Background: an optimization exercise with open tools, aiming at small area, a short achievable clock period and few clock cycles per item. Do not read the settings as production practice.
In this exercise RTL edits were held to simulation tests only and were not proved equivalent to the original.

Design rafter_level, start of the top module:
module rafter_level (
    input  wire        clk,
    input  wire        rst,
    input  wire        in_valid,
    output wire        in_ready,
    input  wire [9:0]  floor_lvl,
    input  wire [9:0]  intensity,
    input  wire [9:0]  wave_min,
    input  wire [9:0]  wave_max,
    input  wire        c0_hit,
    input  wire [9:0]  c0_level,
    input  wire        c1_hit,
    input  wire [9:0]  c1_level,
    input  wire        follow,
    input  wire [15:0] y,
    input  wire [15:0] yage,
    input  wire [15:0] dl_timeout,
    input  wire [9:0]  dl_lo,
    input  wire [9:0]  dl_hi,
    input  wire [9:0]  dl_min,
    input  wire [15:0] ramp_up,
    input  wire [15:0] ramp_down,
    input  wire [9:0]  deadband,
    input  wire [15:0] refresh,
    input  wire        tick,
    input  wire [15:0] l_in,
    input  wire [9:0]  last_sent_in,
    input  wire        c0_active_in,
    input  wire        pending_in,
    input  wire        refresh_only_in,
    input  wire [15:0] refresh_tmr_in,
    output reg         out_valid,
    input  wire        out_ready,
    output wire [15:0] l_out,
    output wire [9:0]  last_sent_out,
    output wire        c0_active_out,
    output wire        pending_out,
    output wire        refresh_only_out,
    output wire [15:0] refresh_tmr_out,
    output wire        released
);
clock: 70.0 ns
lec_check: 0
abc_area: 1
cap_margin: 20
core_margin: 2
core_utilization: 40
cts_cluster_diameter: 100
cts_cluster_size: 26
slew_margin: 20
standard.sh (not shown) runs the stock make flow with config.mk's settings and CLKGATE_MAP_FILE= SYNTH_SCRIPT=/design/flow/synth_recipe.tcl, a recipe that flattens the netlist after the stock synthesis.
==> flow/flow/run.sh <==
#!/bin/bash
# The standard layout (standard.sh, unchanged synthesis and steps), except that
# buffer_ports puts a sky130_fd_sc_hd__buf_1 on every input and output port instead
# of the delay-cell buffer it picks by default.
set -euo pipefail
export BUFFER_PORTS_ARGS="-buffer_cell sky130_fd_sc_hd__buf_1"
bash standard.sh > flow.log 2>&1
The first run completed with no timing, DRC or antenna violations.
Testbench counts at the start, summed over its fixed seeds: cycles 19,232, items 19,200.
Rerun with:
--- a/flow/design.v
+++ b/flow/design.v
@@ -298,24 +298,24 @@
     wire [0:0] rel = !c0_p1 && i_c0_active_in_p1;
     wire [0:0] due = ref_nz_p1 && (i_refresh_tmr_in_p1 == 16'd0 || (i_tick_p1 && i_refresh_tmr_in_p1 == 16'd1));
     wire [0:0] p_b = !c0_p1 && (due || i_pending_in_p1);
     wire [0:0] r_b = !c0_p1 && ((due && !i_pending_in_p1) || i_refresh_only_in_p1);
     wire [16:0] ws_s = add16g({6'd0, i_wave_max_p1}, {6'h3f, ~i_wave_min_p1}, 1'b1);
     wire [9:0] ws = ws_s[9:0];
     wire [0:0] i_nz = !i_c1_hit_p1 && |wi_p1;
     wire [16:0] tmr_s = add16(i_refresh_tmr_in_p1, 16'hffff, 1'b0);
     wire [15:0] tmr = (!c0_p1 && i_tick_p1 && i_refresh_tmr_in_p1 != 16'd0) ? tmr_s[15:0] : i_refresh_tmr_in_p1;
     wire [16:0] up_s = add16(i_l_in_p1, i_ramp_up_p1, 1'b0);
     wire [16:0] dn_s = add16(i_l_in_p1, ~i_ramp_down_p1, 1'b1);
-    wire [15:0] l_hi = (i_ramp_up_p1 == 16'd0 || up_s[16]) ? 16'hffff : up_s[15:0];
-    wire [15:0] l_lo = (i_ramp_down_p1 == 16'd0 || !dn_s[16]) ? 16'h0000 : dn_s[15:0];
+    wire [15:0] l_hi = c0_p1 ? {ls_p1, 6'd0} : (i_ramp_up_p1 == 16'd0 || up_s[16]) ? 16'hffff : up_s[15:0];
+    wire [15:0] l_lo = c0_p1 ? {ls_p1, 6'd0} : (i_ramp_down_p1 == 16'd0 || !dn_s[16]) ? 16'h0000 : dn_s[15:0];
     wire [0:0] ceil_on = ceil_pre_p1 && (to_gt_p1[3] || (to_eq_p1[3] && (to_gt_p1[2] || (to_eq_p1[2] && (to_gt_p1[1] || (to_eq_p1[1] && (to_gt_p1[0] || to_eq_p1[0])))))));
     wire [16:0] sp_s = add16g({6'd0, i_dl_hi_p1}, {6'h3f, ~i_dl_lo_p1}, 1'b1);
     wire [16:0] yo_s = add16g({6'd0, i_y_p1[9:0]}, {6'h3f, ~i_dl_lo_p1}, 1'b1);
     wire [0:0] y_gt_lo = !ge16g({6'd0, i_dl_lo_p1}, {6'd0, i_y_p1[9:0]});
     wire [0:0] y_ge_hi = ge16g({6'd0, i_y_p1[9:0]}, {6'd0, i_dl_hi_p1});
     wire [9:0] nsp = ~sp_s[9:0];
     wire [9:0] yc = !(ceil_on && y_gt_lo) ? 10'd0 : y_ge_hi ? sp_s[9:0] : yo_s[9:0];
     wire [19:0] wx = mul10cs(ws, wi_p1);
     wire [0:0] wc = ge16g({6'd0, wx[9:0]}, {6'd0, ~wx[19:10]});
     wire [16:0] wv_s = add16g({6'd0, i_wave_min_p1}, {6'd0, wx[19:10]}, wc);
     wire [9:0] wv = wv_s[9:0] & {10{i_nz}};
@@ -437,39 +437,38 @@
         cb1_p3 <= cb1_p2;
         cb2_p3 <= cb2_p2;
         q9_p3 <= q9_p2;
         q8_p3 <= q8_p2;
         q7_p3 <= q7;
         q6_p3 <= q6;
         q5_p3 <= q5;
         q4_p3 <= q4;
         q3_p3 <= q3;
         rm3_p3 <= rm3;
     end
-    wire [12:0] ds2 = add12({1'b0, rm3_p3, cb2_p3}, {2'b01, nsp_p3}, 1'b1);
+    wire [12:0] ds2 = add12g({1'b0, rm3_p3, cb2_p3}, {2'b01, nsp_p3}, 1'b1);
     wire [0:0] q2 = ds2[11];
     wire [9:0] rm2 = q2 ? ds2[9:0] : {rm3_p3[8:0], cb2_p3};
-    wire [12:0] ds1 = add12({1'b0, rm2, cb1_p3}, {2'b01, nsp_p3}, 1'b1);
+    wire [12:0] ds1 = add12g({1'b0, rm2, cb1_p3}, {2'b01, nsp_p3}, 1'b1);
     wire [0:0] q1 = ds1[11];
     wire [9:0] rm1 = q1 ? ds1[9:0] : {rm2[8:0], cb1_p3};
-    wire [12:0] ds0 = add12({1'b0, rm1, cb0_p3}, {2'b01, nsp_p3}, 1'b1);
+    wire [12:0] ds0 = add12g({1'b0, rm1, cb0_p3}, {2'b01, nsp_p3}, 1'b1);
     wire [0:0] q0 = ds0[11];
     wire [10:0] ub = add16({6'd0, ls_p3}, {6'd0, db_p3}, 1'b0);
     wire [10:0] lbv = add16({6'd0, ls_p3}, {6'h3f, ~db_p3}, 1'b1);
     wire [9:0] ceiling = ~{q9_p3, q8_p3, q7_p3, q6_p3, q5_p3, q4_p3, q3_p3, q2, q1, q0};
     wire [9:0] target = ge16g({6'd0, pre_p3}, {6'd0, ceiling}) ? ceiling : pre_p3;
     wire [0:0] below = !ge16g({target, 6'd0}, l_lo_p3);
     wire [0:0] above = !ge16g({6'd0, l_hi_p3[15:6]}, {6'd0, target});
-    wire [15:0] l_ramp = below ? l_lo_p3 : above ? l_hi_p3 : {target, 6'd0};
-    wire [9:0] lvl = l_ramp[15:6];
-    wire [15:0] l_new = c0_p3 ? {ls_p3, 6'd0} : l_ramp;
+    wire [15:0] l_new = below ? l_lo_p3 : above ? l_hi_p3 : {target, 6'd0};
+    wire [9:0] lvl = l_new[15:6];
     wire [0:0] fd = ge16g({6'd0, lvl}, {5'd0, ub}) || (!lbv[10] && ge16g({6'd0, lbv[9:0]}, {6'd0, lvl}));
     wire [0:0] eq = lvl == target && lvl != ls_p3;
     wire [0:0] other = rel_p3 || fd || eq;
     wire [0:0] pend = !c0_p3 && (other || p_b_p3);
     wire [0:0] ronly = !c0_p3 && !other && r_b_p3;
     reg  [15:0] h_l_out, k_l_out;
     reg  [9:0] h_last_sent_out, k_last_sent_out;
     reg  [0:0] h_c0_active_out, k_c0_active_out;
     reg  [0:0] h_pending_out, k_pending_out;
     reg  [0:0] h_refresh_only_out, k_refresh_only_out;
     reg  [15:0] h_refresh_tmr_out, k_refresh_tmr_out;
Effect:
- non-clock buffer count does not change
- clock skew grows by 0.0053 ns
- global-route usage hardly moves
- design area rose by 1.2%
- utilization came out higher by 0.23 points
- die area goes up by 1.3%
- worst hold slack gains 0.0078 ns
- sequential share of layout area went down by 0.50 points
Testbench counts after the change, summed over its fixed seeds: cycles 19,232, items 19,200.

[re-timing with driven ports]
No port has a modelled driver above. Below, the same layouts with a new extraction and two added sets of constraints.
Step 1 (the two cells are an assumption about what drives the block):
set clk [get_ports {clk}]
set_driving_cell -lib_cell sky130_fd_sc_hd__clkbuf_16 $clk
set_driving_cell -lib_cell sky130_fd_sc_hd__buf_2 [delete_from_list [all_inputs] $clk]
Step 2, shift: input delay + t, output delay - t, t = (earliest + latest rising clock arrival at the registers) / 2. This alone moves slack from input paths to output paths.
a / b / c = ideal ports / drivers / drivers and shift; a / b = the first two.
| run | shift t [ns] | setup WS [ns] | clock arrival spread, ns |
|---|---|---|---|
| the first run | 0.655 | 54.828 / 54.767 / 54.546 | 0.027 / 0.027 |
| the second run | 0.661 | 54.816 / 54.754 / 54.551 | 0.029 / 0.029 |
After both steps setup and hold are still met in every run listed. For the first run, which loses most, drivers alone change the setup slack by -0.061 ns; drivers and shift together by -0.282 ns.
